Source: an optimization exercise on an open RTL-to-GDS flow (aim: small area, a short achievable clock period and few clock cycles per item). Production flows keep margins and buffers that such runs may drop. Only simulation tests tie the RTL to the original design; equivalence was not proved. No activity file was given, so power comes from the tool's default toggle rates.

==> v12: inputs <==
## kvx_bal
module kvx_bal (
    input  wire         clk,
    input  wire         rst,
    input  wire         cfg_we,
    input  wire [1:0]   cfg_addr,
    input  wire [15:0]  cfg_data,
    input  wire         in_valid,
    output wire         in_ready,
    input  wire [31:0]  in_incl,
    input  wire [511:0] in_cur,
    output reg          out_valid,
    output reg          out_changed,
    output reg          out_bal_err,
    output wire [511:0] out_trims
);
==> flow/config.mk <==
export PLATFORM = sky130hd
export DESIGN_NAME = kvx_bal
export DESIGN_NICKNAME = kvx_bal
export VERILOG_FILES = /design/flow/design.v
export SDC_FILE = /design/flow/constraint.sdc
export NUM_CORES = 4
export LEC_CHECK = 0
export ABC_CLOCK_PERIOD_IN_PS = 4300
export CAP_MARGIN = 20
export CORE_MARGIN = 2
export CORE_UTILIZATION = 55
export SLEW_MARGIN = 20
==> flow/constraint.sdc <==
create_clock -name core_clock -period 14.0 [get_ports {clk}]
set_input_delay 2.8000 -clock core_clock [delete_from_list [all_inputs] [get_ports {clk}]]
set_output_delay 2.8000 -clock core_clock [all_outputs]
set_load 0.01 [all_outputs]
standard.sh (not shown) runs the stock make flow with config.mk's settings and CLKGATE_MAP_FILE= SYNTH_SCRIPT=/design/flow/synth_recipe.tcl, a recipe that flattens the netlist after the stock synthesis.
==> flow/flow/run.sh <==
#!/bin/bash
# Layout: the standard flow (standard.sh, all steps), except that
#  - every input and output port is buffered with sky130_fd_sc_hd__buf_1
#    instead of the cell buffer_ports picks by itself;
set -euo pipefail
export BUFFER_PORTS_ARGS="-buffer_cell sky130_fd_sc_hd__buf_1"
export SETUP_SLACK_MARGIN=9.3
bash standard.sh > standard.log 2>&1
==> inputs of v9, as changes to v12 <==
--- a/flow/design.v
+++ b/flow/design.v
@@ -1,22 +1,34 @@
 module kvx_bal_fetch (
     input  wire [511:0] cur,
     input  wire [31:0]  incl,
     input  wire [2:0]   sel,
     output wire [67:0]  gct,
     output wire [3:0]   ginc
 );
+    reg [7:0] oh;
+    integer j;
+    always @(*)
+        for (j = 0; j < 8; j = j + 1)
+            oh[j] = (sel == j);
     genvar g;
     generate
         for (g = 0; g < 4; g = g + 1) begin : g_grp
-            wire [127:0] cg = cur[128*g +: 128];
-            wire [7:0]   ig = incl[8*g +: 8];
-            wire [15:0]  v  = cg[16*sel +: 16];
-            wire         on = ig[sel];
-            assign gct[17*g +: 17] = on ? {~v[15], v[14:0], 1'b1} : 17'd0;
+            reg [15:0] v;
+            reg        on;
+            integer    i;
+            always @(*) begin
+                v  = 16'd0;
+                on = 1'b0;
+                for (i = 0; i < 8; i = i + 1) begin
+                    v  = v  | (cur[128*g + 16*i +: 16] & {16{oh[i] & incl[8*g+i]}});
+                    on = on | (incl[8*g+i] & oh[i]);
+                end
+            end
+            assign gct[17*g +: 17] = {on & ~v[15], v[14:0], on};
             assign ginc[g]         = on;
         end
     endgenerate
 endmodule
 module kvx_bal_p1 (
     input  wire [21:0] acc,
     input  wire [67:0] gct,
@@ -111,24 +123,24 @@
     assign s  = l4a[34:0];
     assign cy = l4a[69:35];
 endmodule
 module kvx_bal_q1 (
     input  wire [34:0] ms,
     input  wire [34:0] mc,
     output wire [18:0] w,
-    output wire [17:0] hq,
+    output wire [16:0] h,
     output wire        sh,
     output wire        sl
 );
-    wire [34:0] u = ms + mc;
-    wire [16:0] h = u[26:10];
-    assign sl = u[34];
+    wire [34:0] u  = ms + mc;                  
+    wire [10:0] ls = ms[9:0] + mc[9:0];
+    assign h  = ms[26:10] + mc[26:10];
+    assign w  = {h, 1'b0} + h + ls[10:3];
+    assign sl = u[34] | ~(|u[33:24]);
     assign sh = ~u[34] & (|u[33:27]);
-    assign w  = {h, 1'b0} + h + u[9:3];
-    assign hq = {1'b0, h} - 18'd67109;
 endmodule
 module kvx_bal_q2 (
     input  wire [18:0] w,
     output wire [11:0] f
 );
     function [47:0] csa;
         input [23:0] a, b, c;
@@ -136,33 +148,32 @@
             csa[23:0]  = a ^ b ^ c;
             csa[47:24] = {((a & b) | (a & c) | (b & c)), 1'b0};
         end
     endfunction
     wire [39:0] w0 = {21'd0, w};
     wire [39:0] r0 = w0 << 19, r1 = w0 << 14, r2 = ~(w0 << 12), r3 = w0 << 8,
                 r4 = w0 << 5,  r5 = w0 << 3,  r6 = ~w0;
-    wire [47:0] l1a = csa(r0[39:16], r1[39:16], r2[39:16]);
+    wire [47:0] l1a = csa(r0[39:16] | 24'd7, r1[39:16], r2[39:16]);
     wire [47:0] l1b = csa(r3[39:16], r4[39:16], r5[39:16]);
     wire [47:0] l2a = csa(l1a[23:0], l1a[47:24], l1b[23:0]);
-    wire [47:0] l2b = csa(l1b[47:24], r6[39:16], 24'd7);
-    wire [47:0] l3a = csa(l2a[23:0], l2a[47:24], l2b[23:0]);
-    wire [47:0] l4a = csa(l3a[23:0], l3a[47:24], l2b[47:24]);
-    wire [23:0] pr  = l4a[23:0] + l4a[47:24];
+    wire [47:0] l2b = csa(l1b[47:24], r6[39:16], l2a[47:24]);
+    wire [47:0] l3a = csa(l2a[23:0], l2b[23:0], l2b[47:24]);
+    wire [23:0] pr  = l3a[23:0] + l3a[47:24];
     assign f = pr[21:10];
 endmodule
 module kvx_bal_pa (
     input  wire [15:0] v,        
     input  wire        add,
-    input  wire [17:0] hq,
+    input  wire [16:0] h,
     input  wire [11:0] f,
     input  wire        sh,
     input  wire        sl,
     output wire [18:0] s
 );
-    wire [18:0] sum = {{3{v[15]}}, v} + {hq[17], hq} + {7'd0, f};
+    wire [18:0] sum = {{3{v[15]}}, v} + {2'd0, h} + {7'd0, f} - 19'd67109;
     assign s = !add ? {{3{v[15]}}, v} :
                sh   ? 19'sd131072 :
                sl   ? -19'sd131072 : sum;
 endmodule
 module kvx_bal_pb (
     input  wire [18:0] s,
     input  wire        clamp,
@@ -180,22 +191,23 @@
 endmodule
 module kvx_bal_pm (
     input  wire [15:0] v,
     input  wire        sub,
     input  wire [15:0] m,
     output wire [15:0] t
 );
-    assign t = sub ? v - m : v;
+    assign t = v - (m & {16{sub}});
 endmodule
 module kvx_bal_chk (
     input  wire [15:0] v,
-    input  wire [14:0] thr,
+    input  wire [13:0] tmax,
     output wire        bad
 );
-    assign bad = {v[14:0] ^ {15{v[15]}}, v[15]} >= {1'b0, thr};
+    wire signed [14:0] tp = {1'b0, tmax};
+    assign bad = ($signed(v) >= tp) || ($signed(v) <= -tp);
 endmodule
 module kvx_bal (
     input  wire         clk,
     input  wire         rst,
     input  wire         cfg_we,
     input  wire [1:0]   cfg_addr,
     input  wire [15:0]  cfg_data,
@@ -207,38 +219,32 @@
     output reg          out_changed,
     output reg          out_bal_err,
     output wire [511:0] out_trims
 );
     localparam integer LAT  = 6;              
     localparam integer F2S  = 11;             
     localparam integer P2S  = F2S + LAT;      
-    localparam integer D2S  = P2S + 32;       
+    localparam integer D2S  = P2S + 33;       
     localparam integer P3S  = D2S + 4;        
-    localparam integer DONE = P3S + 9;        
+    localparam integer DONE = P3S + 8;        
     reg [15:0]  k_bal;
     reg [13:0]  tmax;
-    reg [14:0]  thr;                          
     reg [511:0] ring;
     reg [2:0]   ext;                          
     reg [4:0]   c;
     reg [31:0]  clr;
     reg         busy;
     reg [6:0]   e;
     assign out_trims = ring;
     reg         rdy;                          
     assign in_ready  = rdy;
     wire start = in_valid & ~busy;
-    reg         cw_we;
-    reg  [1:0]  cw_addr;
-    reg  [15:0] cw_data;
-    always @(posedge clk) begin
-        cw_we   <= cfg_we & ~rst;
-        cw_addr <= cfg_addr;
-        cw_data <= cfg_data;
-    end
+    wire        cw_we   = cfg_we;
+    wire [1:0]  cw_addr = cfg_addr;
+    wire [15:0] cw_data = cfg_data;
     reg  [2:0]  sel;
     reg  [67:0] gr;
     reg  [3:0]  ginc;
     wire [67:0] gct_w;
     wire [3:0]  ginc_w;
     kvx_bal_fetch u_fetch (.cur(in_cur), .incl(in_incl), .sel(sel),
                            .gct(gct_w), .ginc(ginc_w));
@@ -276,79 +282,77 @@
     reg  [1:0]  tg;
     reg         fw;
     reg  signed [16:0] d1;
     reg         v1;
     reg  [34:0] ms, mc;
     reg         v2;
     reg  [18:0] w3r;
-    reg  [17:0] h3r;
+    reg  [16:0] h3r;
     reg         sh3, sl3, v3;
     reg  [11:0] f4;
-    reg  [17:0] hq4;
+    reg  [16:0] hq4;
     reg         sh4, sl4, v4;
     reg         v5;
     wire [34:0] mso, mco;
     kvx_bal_mul u_mul (.k(k_bal), .d(d1), .s(mso), .cy(mco));
     wire [18:0] q1w;
-    wire [17:0] q1h;
+    wire [16:0] q1h;
     wire        q1sh, q1sl;
-    kvx_bal_q1 u_q1 (.ms(ms), .mc(mc), .w(q1w), .hq(q1h), .sh(q1sh), .sl(q1sl));
+    kvx_bal_q1 u_q1 (.ms(ms), .mc(mc), .w(q1w), .h(q1h), .sh(q1sh), .sl(q1sl));
     wire [11:0] q2f;
     kvx_bal_q2 u_q2 (.w(w3r), .f(q2f));
     wire [16:0] gtm  = gr[17*tg +: 17];
     wire [15:0] gsel = {~gtm[16], gtm[15:1]};    
     always @(posedge clk) begin
         tg   <= ~ct[4:3];
         d1   <= $signed(iavg) - $signed(gsel);
-        v1   <= fw & chg & ginc[tg];
+        v1   <= fw & chg & ginc[tg] & ~rst;
         ms   <= mso;
         mc   <= mco;
-        v2   <= v1;
+        v2   <= v1 & ~rst;
         w3r  <= q1w;
         h3r  <= q1h;
         sh3  <= q1sh;
         sl3  <= q1sl;
-        v3   <= v2;
+        v3   <= v2 & ~rst;
         f4   <= q2f;
         hq4  <= h3r;
         sh4  <= sh3;
         sl4  <= sl3;
-        v4   <= v3;
-        v5   <= v4;
+        v4   <= v3 & ~rst;
+        v5   <= v4 & ~rst;
     end
     reg         cl;                         
     reg  [3:0]  do3;                        
     wire [15:0] mm = {~acc[15], acc[14:0]};
     wire [15:0] s30 = cl ? 16'd0 : ring[16*30 +: 16];
     wire [18:0] s31n;
-    kvx_bal_pa u_pa (.v(s30), .add(v4), .hq(hq4), .f(f4), .sh(sh4), .sl(sl4), .s(s31n));
+    kvx_bal_pa u_pa (.v(s30), .add(v4), .h(hq4), .f(f4), .sh(sh4), .sl(sl4), .s(s31n));
     wire [15:0] pt [0:3];
-    wire [3:0]  bad;
     kvx_bal_pb u_pb (.s({ext, ring[16*31 +: 16]}), .clamp(v5), .sub(do3[3]), .m(mm),
                      .tmax(tmax), .t(pt[3]));
     genvar gj;
     generate
         for (gj = 0; gj < 3; gj = gj + 1) begin : g_pm
             kvx_bal_pm u_pm (.v(ring[16*(8*gj+7) +: 16]), .sub(do3[gj]), .m(mm),
                              .t(pt[gj]));
         end
-        for (gj = 0; gj < 4; gj = gj + 1) begin : g_chk
-            kvx_bal_chk u_chk (.v(ring[16*8*gj +: 16]), .thr(thr), .bad(bad[gj]));
-        end
     endgenerate
+    reg vt;
     integer s;
     always @(posedge clk) begin
         for (s = 1; s < 31; s = s + 1)
             if (s % 8 != 0)
                 ring[16*s +: 16] <= ring[16*(s-1) +: 16];
         {ext, ring[16*31 +: 16]} <= s31n;
         ring[16*8  +: 16] <= pt[0];
         ring[16*16 +: 16] <= pt[1];
         ring[16*24 +: 16] <= pt[2];
         ring[0     +: 16] <= pt[3];
+        vt <= v5;
     end
     wire [4:0] pn  = ~c1;                       
     wire [4:0] pn0 = ~c1 - 5'd1;                
     wire       w3n = busy && chg && e1 >= P3S && e1 < P3S + 8;
     integer    j;
     always @(posedge clk) begin
         cl <= clr[pn0];
@@ -356,35 +360,34 @@
             do3[j] <= w3n & ginc[pn[4:3] + j[1:0] + 2'd1];
         fw <= busy && e1 >= F2S + 1 && e1 < F2S + 33;
     end
     always @(posedge clk) begin
         if (rst) begin
             k_bal       <= 16'd0;
             tmax        <= 14'd0;
-            thr         <= 15'd0;
             c           <= 5'd0;
             clr         <= 32'hFFFF_FFFF;
             busy        <= 1'b0;
             rdy         <= 1'b1;
             e           <= 7'd0;
             out_valid   <= 1'b0;
             out_changed <= 1'b0;
             out_bal_err <= 1'b0;
             chg         <= 1'b0;
         end else begin
-            c <= c1;
+            if (cw_we && cw_addr == 2'd3)
+                c <= 5'd1;
+            else
+                c <= c1;
             if (cl)
                 clr[~c - 5'd1] <= 1'b0;
             if (cw_we) begin
                 case (cw_addr)
                     2'd0: k_bal <= cw_data;
-                    2'd1: begin
-                        tmax <= cw_data[13:0];
-                        thr  <= (cw_data[13:0] == 14'd0) ? 15'd0 : {cw_data[13:0], 1'b0} - 15'd1;
-                    end
+                    2'd1: tmax  <= cw_data[13:0];
                     2'd2: clr[cw_data[4:0]] <= 1'b1;
                     default: clr <= 32'hFFFF_FFFF;
                 endcase
             end
             out_valid <= busy && !out_valid && e >= DONE - 1 && c == 5'd31;
             if (start) begin
                 busy <= 1'b1;
@@ -399,35 +402,54 @@
                     e <= e1;
             end
             if (busy && e == 7'd8) begin
                 chg         <= (n >= 6'd2);
                 out_changed <= (n >= 6'd2);
             end
             if (busy && e == P3S)
-                out_bal_err <= 1'b0;
-            else if (busy && e > P3S && e <= P3S + 8 && |bad)
-                out_bal_err <= 1'b1;
+                out_bal_err <= errn | (chg & (~ea[17] | eb[17]));
+        end
+    end
+    reg         errn;
+    reg  [15:0] tmx, tmn;
+    wire        bad0;
+    kvx_bal_chk u_chk (.v(ring[15:0]), .tmax(tmax), .bad(bad0));
+    wire signed [17:0] ea = $signed(tmx) - $signed(mm) - $signed({4'd0, tmax});
+    wire signed [17:0] eb = $signed(tmn) - $signed(mm) + $signed({4'd0, tmax}) - 18'sd1;
+    always @(posedge clk) begin
+        if (busy && e == P2S) begin
+            errn <= 1'b0;
+            tmx  <= 16'h8000;
+            tmn  <= 16'h7FFF;
+        end else if (busy && e > P2S && e <= P2S + 32) begin
+            if (vt) begin
+                if ($signed(ring[15:0]) > $signed(tmx))
+                    tmx <= ring[15:0];
+                if ($signed(ring[15:0]) < $signed(tmn))
+                    tmn <= ring[15:0];
+            end else if (bad0)
+                errn <= 1'b1;
         end
     end
     always @(posedge clk) begin
         if (!busy) begin
             acc <= 22'd0;
             n   <= 6'd0;
             n3  <= 7'd0;
         end else if (e < 7'd8) begin
             acc <= p1sum;
             n   <= n + p1cnt;
             n3  <= n3 + p1cnt + {p1cnt, 1'b0};
         end else if (e < 7'd12) begin
             acc <= acc_div;
-        end else if (e == P2S - 1) begin
+        end else if (e == P2S) begin
             acc <= 22'd0;
-        end else if (e >= P2S && e < P2S + 32) begin
-            if (v5)
-                acc <= acc + {~pt[3][15], pt[3][14:0], 1'b1};
+        end else if (e > P2S && e <= P2S + 32) begin
+            if (vt)
+                acc <= acc + {~ring[15], ring[14:0], 1'b1};
         end else if (e >= D2S && e < D2S + 4) begin
             acc <= acc_div;
         end
         if (busy && e == 7'd11)
             iavg <= {~acc_div[15], acc_div[14:0]};
     end
 endmodule
==> flow/flow/run.sh (replaced) <==
#!/bin/bash
# Layout: the standard flow (standard.sh, all steps), except that
#  - every input and output port is buffered with sky130_fd_sc_hd__buf_1
#    instead of the cell buffer_ports picks by itself;
set -euo pipefail
export BUFFER_PORTS_ARGS="-buffer_cell sky130_fd_sc_hd__buf_1"
export SETUP_SLACK_MARGIN=9.65
bash standard.sh > standard.log 2>&1
--- a/flow/config.mk
+++ b/flow/config.mk
@@ -5,8 +5,10 @@
 export SDC_FILE = /design/flow/constraint.sdc
 export NUM_CORES = 4
 export LEC_CHECK = 0
 export ABC_CLOCK_PERIOD_IN_PS = 4300
 export CAP_MARGIN = 20
 export CORE_MARGIN = 2
 export CORE_UTILIZATION = 55
+export CTS_CLUSTER_DIAMETER = 70
+export CTS_CLUSTER_SIZE = 30
 export SLEW_MARGIN = 20
==> inputs of v34, as changes to v12 <==
--- a/flow/design.v
+++ b/flow/design.v
@@ -1,22 +1,34 @@
 module kvx_bal_fetch (
     input  wire [511:0] cur,
     input  wire [31:0]  incl,
     input  wire [2:0]   sel,
     output wire [67:0]  gct,
     output wire [3:0]   ginc
 );
+    reg [7:0] oh;
+    integer j;
+    always @(*)
+        for (j = 0; j < 8; j = j + 1)
+            oh[j] = (sel == j);
     genvar g;
     generate
         for (g = 0; g < 4; g = g + 1) begin : g_grp
-            wire [127:0] cg = cur[128*g +: 128];
-            wire [7:0]   ig = incl[8*g +: 8];
-            wire [15:0]  v  = cg[16*sel +: 16];
-            wire         on = ig[sel];
-            assign gct[17*g +: 17] = on ? {~v[15], v[14:0], 1'b1} : 17'd0;
+            reg [15:0] v;
+            reg        on;
+            integer    i;
+            always @(*) begin
+                v  = 16'd0;
+                on = 1'b0;
+                for (i = 0; i < 8; i = i + 1) begin
+                    v  = v  | (cur[128*g + 16*i +: 16] & {16{oh[i] & incl[8*g+i]}});
+                    on = on | (incl[8*g+i] & oh[i]);
+                end
+            end
+            assign gct[17*g +: 17] = {on & ~v[15], v[14:0], on};
             assign ginc[g]         = on;
         end
     endgenerate
 endmodule
 module kvx_bal_p1 (
     input  wire [21:0] acc,
     input  wire [67:0] gct,
@@ -136,21 +148,20 @@
             csa[23:0]  = a ^ b ^ c;
             csa[47:24] = {((a & b) | (a & c) | (b & c)), 1'b0};
         end
     endfunction
     wire [39:0] w0 = {21'd0, w};
     wire [39:0] r0 = w0 << 19, r1 = w0 << 14, r2 = ~(w0 << 12), r3 = w0 << 8,
                 r4 = w0 << 5,  r5 = w0 << 3,  r6 = ~w0;
-    wire [47:0] l1a = csa(r0[39:16], r1[39:16], r2[39:16]);
+    wire [47:0] l1a = csa(r0[39:16] | 24'd7, r1[39:16], r2[39:16]);
     wire [47:0] l1b = csa(r3[39:16], r4[39:16], r5[39:16]);
     wire [47:0] l2a = csa(l1a[23:0], l1a[47:24], l1b[23:0]);
-    wire [47:0] l2b = csa(l1b[47:24], r6[39:16], 24'd7);
-    wire [47:0] l3a = csa(l2a[23:0], l2a[47:24], l2b[23:0]);
-    wire [47:0] l4a = csa(l3a[23:0], l3a[47:24], l2b[47:24]);
-    wire [23:0] pr  = l4a[23:0] + l4a[47:24];
+    wire [47:0] l2b = csa(l1b[47:24], r6[39:16], l2a[47:24]);
+    wire [47:0] l3a = csa(l2a[23:0], l2b[23:0], l2b[47:24]);
+    wire [23:0] pr  = l3a[23:0] + l3a[47:24];
     assign f = pr[21:10];
 endmodule
 module kvx_bal_pa (
     input  wire [15:0] v,        
     input  wire        add,
     input  wire [17:0] hq,
     input  wire [11:0] f,
@@ -180,15 +191,15 @@
 endmodule
 module kvx_bal_pm (
     input  wire [15:0] v,
     input  wire        sub,
     input  wire [15:0] m,
     output wire [15:0] t
 );
-    assign t = sub ? v - m : v;
+    assign t = v - (m & {16{sub}});
 endmodule
 module kvx_bal_chk (
     input  wire [15:0] v,
     input  wire [14:0] thr,
     output wire        bad
 );
     assign bad = {v[14:0] ^ {15{v[15]}}, v[15]} >= {1'b0, thr};
@@ -207,38 +218,33 @@
     output reg          out_changed,
     output reg          out_bal_err,
     output wire [511:0] out_trims
 );
     localparam integer LAT  = 6;              
     localparam integer F2S  = 11;             
     localparam integer P2S  = F2S + LAT;      
-    localparam integer D2S  = P2S + 32;       
+    localparam integer D2S  = P2S + 33;       
     localparam integer P3S  = D2S + 4;        
-    localparam integer DONE = P3S + 9;        
+    localparam integer DONE = P3S + 8;        
     reg [15:0]  k_bal;
     reg [13:0]  tmax;
     reg [14:0]  thr;                          
     reg [511:0] ring;
     reg [2:0]   ext;                          
     reg [4:0]   c;
     reg [31:0]  clr;
     reg         busy;
     reg [6:0]   e;
     assign out_trims = ring;
     reg         rdy;                          
     assign in_ready  = rdy;
     wire start = in_valid & ~busy;
-    reg         cw_we;
-    reg  [1:0]  cw_addr;
-    reg  [15:0] cw_data;
-    always @(posedge clk) begin
-        cw_we   <= cfg_we & ~rst;
-        cw_addr <= cfg_addr;
-        cw_data <= cfg_data;
-    end
+    wire        cw_we   = cfg_we;
+    wire [1:0]  cw_addr = cfg_addr;
+    wire [15:0] cw_data = cfg_data;
     reg  [2:0]  sel;
     reg  [67:0] gr;
     reg  [3:0]  ginc;
     wire [67:0] gct_w;
     wire [3:0]  ginc_w;
     kvx_bal_fetch u_fetch (.cur(in_cur), .incl(in_incl), .sel(sel),
                            .gct(gct_w), .ginc(ginc_w));
@@ -318,37 +324,35 @@
     reg         cl;                         
     reg  [3:0]  do3;                        
     wire [15:0] mm = {~acc[15], acc[14:0]};
     wire [15:0] s30 = cl ? 16'd0 : ring[16*30 +: 16];
     wire [18:0] s31n;
     kvx_bal_pa u_pa (.v(s30), .add(v4), .hq(hq4), .f(f4), .sh(sh4), .sl(sl4), .s(s31n));
     wire [15:0] pt [0:3];
-    wire [3:0]  bad;
     kvx_bal_pb u_pb (.s({ext, ring[16*31 +: 16]}), .clamp(v5), .sub(do3[3]), .m(mm),
                      .tmax(tmax), .t(pt[3]));
     genvar gj;
     generate
         for (gj = 0; gj < 3; gj = gj + 1) begin : g_pm
             kvx_bal_pm u_pm (.v(ring[16*(8*gj+7) +: 16]), .sub(do3[gj]), .m(mm),
                              .t(pt[gj]));
         end
-        for (gj = 0; gj < 4; gj = gj + 1) begin : g_chk
-            kvx_bal_chk u_chk (.v(ring[16*8*gj +: 16]), .thr(thr), .bad(bad[gj]));
-        end
     endgenerate
+    reg vt;
     integer s;
     always @(posedge clk) begin
         for (s = 1; s < 31; s = s + 1)
             if (s % 8 != 0)
                 ring[16*s +: 16] <= ring[16*(s-1) +: 16];
         {ext, ring[16*31 +: 16]} <= s31n;
         ring[16*8  +: 16] <= pt[0];
         ring[16*16 +: 16] <= pt[1];
         ring[16*24 +: 16] <= pt[2];
         ring[0     +: 16] <= pt[3];
+        vt <= v5;
     end
     wire [4:0] pn  = ~c1;                       
     wire [4:0] pn0 = ~c1 - 5'd1;                
     wire       w3n = busy && chg && e1 >= P3S && e1 < P3S + 8;
     integer    j;
     always @(posedge clk) begin
         cl <= clr[pn0];
@@ -367,15 +371,18 @@
             rdy         <= 1'b1;
             e           <= 7'd0;
             out_valid   <= 1'b0;
             out_changed <= 1'b0;
             out_bal_err <= 1'b0;
             chg         <= 1'b0;
         end else begin
-            c <= c1;
+            if (cw_we && cw_addr == 2'd3)
+                c <= 5'd1;
+            else
+                c <= c1;
             if (cl)
                 clr[~c - 5'd1] <= 1'b0;
             if (cw_we) begin
                 case (cw_addr)
                     2'd0: k_bal <= cw_data;
                     2'd1: begin
                         tmax <= cw_data[13:0];
@@ -399,35 +406,54 @@
                     e <= e1;
             end
             if (busy && e == 7'd8) begin
                 chg         <= (n >= 6'd2);
                 out_changed <= (n >= 6'd2);
             end
             if (busy && e == P3S)
-                out_bal_err <= 1'b0;
-            else if (busy && e > P3S && e <= P3S + 8 && |bad)
-                out_bal_err <= 1'b1;
+                out_bal_err <= errn | (chg & (~ea[17] | eb[17]));
+        end
+    end
+    reg         errn;
+    reg  [15:0] tmx, tmn;
+    wire        bad0;
+    kvx_bal_chk u_chk (.v(ring[15:0]), .thr(thr), .bad(bad0));
+    wire signed [17:0] ea = $signed(tmx) - $signed(mm) - $signed({4'd0, tmax});
+    wire signed [17:0] eb = $signed(tmn) - $signed(mm) + $signed({4'd0, tmax}) - 18'sd1;
+    always @(posedge clk) begin
+        if (busy && e == P2S) begin
+            errn <= 1'b0;
+            tmx  <= 16'h8000;
+            tmn  <= 16'h7FFF;
+        end else if (busy && e > P2S && e <= P2S + 32) begin
+            if (vt) begin
+                if ($signed(ring[15:0]) > $signed(tmx))
+                    tmx <= ring[15:0];
+                if ($signed(ring[15:0]) < $signed(tmn))
+                    tmn <= ring[15:0];
+            end else if (bad0)
+                errn <= 1'b1;
         end
     end
     always @(posedge clk) begin
         if (!busy) begin
             acc <= 22'd0;
             n   <= 6'd0;
             n3  <= 7'd0;
         end else if (e < 7'd8) begin
             acc <= p1sum;
             n   <= n + p1cnt;
             n3  <= n3 + p1cnt + {p1cnt, 1'b0};
         end else if (e < 7'd12) begin
             acc <= acc_div;
-        end else if (e == P2S - 1) begin
+        end else if (e == P2S) begin
             acc <= 22'd0;
-        end else if (e >= P2S && e < P2S + 32) begin
-            if (v5)
-                acc <= acc + {~pt[3][15], pt[3][14:0], 1'b1};
+        end else if (e > P2S && e <= P2S + 32) begin
+            if (vt)
+                acc <= acc + {~ring[15], ring[14:0], 1'b1};
         end else if (e >= D2S && e < D2S + 4) begin
             acc <= acc_div;
         end
         if (busy && e == 7'd11)
             iavg <= {~acc_div[15], acc_div[14:0]};
     end
 endmodule
==> flow/flow/run.sh (replaced) <==
#!/bin/bash
# Layout: the standard flow (standard.sh, all steps), except that
#  - every input and output port is buffered with sky130_fd_sc_hd__buf_1
#    instead of the cell buffer_ports picks by itself;
set -euo pipefail
export BUFFER_PORTS_ARGS="-buffer_cell sky130_fd_sc_hd__buf_1"
export SETUP_SLACK_MARGIN=9.8
bash standard.sh > standard.log 2>&1
==> qor summary <==
quantity	v34	v12	v9
Status	timing/DRC/antenna clean	timing/DRC/antenna clean	timing/DRC/antenna clean
Clock buffer count	120	125	54
Number of inverters outside the clock class in the layout	620	569	608
Placed Area	57800 um^2	58100 um^2	57100 um^2
Beginning of the worst register-to-register path	mc[7]$_DFF_P_	tmax[1]$_SDFFE_PP0P_	w3r[12]$_DFF_P_
Sinks on the clock net	929	914	912
Minimum clock period	4870 ps	6670 ps	4430 ps
Starting density of the core	55.3%	55.6%	55.5%
Number of nets in the layout	7851	7569	7705
Sequential share of cell area	30.0%	29.5%	30.9%
Combinational gate power	12.5 mW	10.4 mW	10.9 mW
Largest net degree at the start of global routing	54	105	45
Met3 Use GR	19.1%	14.1%	15.9%
Worst min-delay path startpoint	h3r[13]$_DFF_P_	h3r[9]$_DFF_P_	h3r[11]$_DFF_P_
Testbench counts of v12, summed over its fixed seeds: cycles 82,944, items 1,280.
Testbench counts of v9, summed over its fixed seeds: cycles 82,016, items 1,280.
Testbench counts of v34, summed over its fixed seeds: cycles 82,016, items 1,280.

[static timing again, ports no longer ideal]
The flow's constraints put no driver on any port. The routed layouts listed below were extracted and timed again, unchanged, in two steps. Step 1, drivers: a clkbuf_16 drives clk and a buf_2 each remaining input, both assumed. Step 2 also shifts input and output timing later by t, the mid clock arrival at the registers, as if the neighbouring blocks saw the same clock. Slacks: ideal ports / drivers / drivers and shift; pairs: ideal ports / drivers.
| run | t (ns) | slack for setup (ns) | worst register clock-pin slew, ns | pins driven straight from the clock port |
|---|---|---|---|---|
| v12 | 0.740 | 7.332 / 7.332 / 7.332 | 0.07 / 0.07 | 1 |
| v9 | 0.750 | 9.567 / 9.561 / 9.109 | 0.11 / 0.11 | 1 |
| v34 | 0.770 | 9.127 / 9.127 / 9.127 | 0.07 / 0.07 | 1 |
After both steps setup and hold are still met in every run listed. For v9, which loses most, drivers alone change the setup slack by -0.006 ns; drivers and shift together by -0.458 ns.
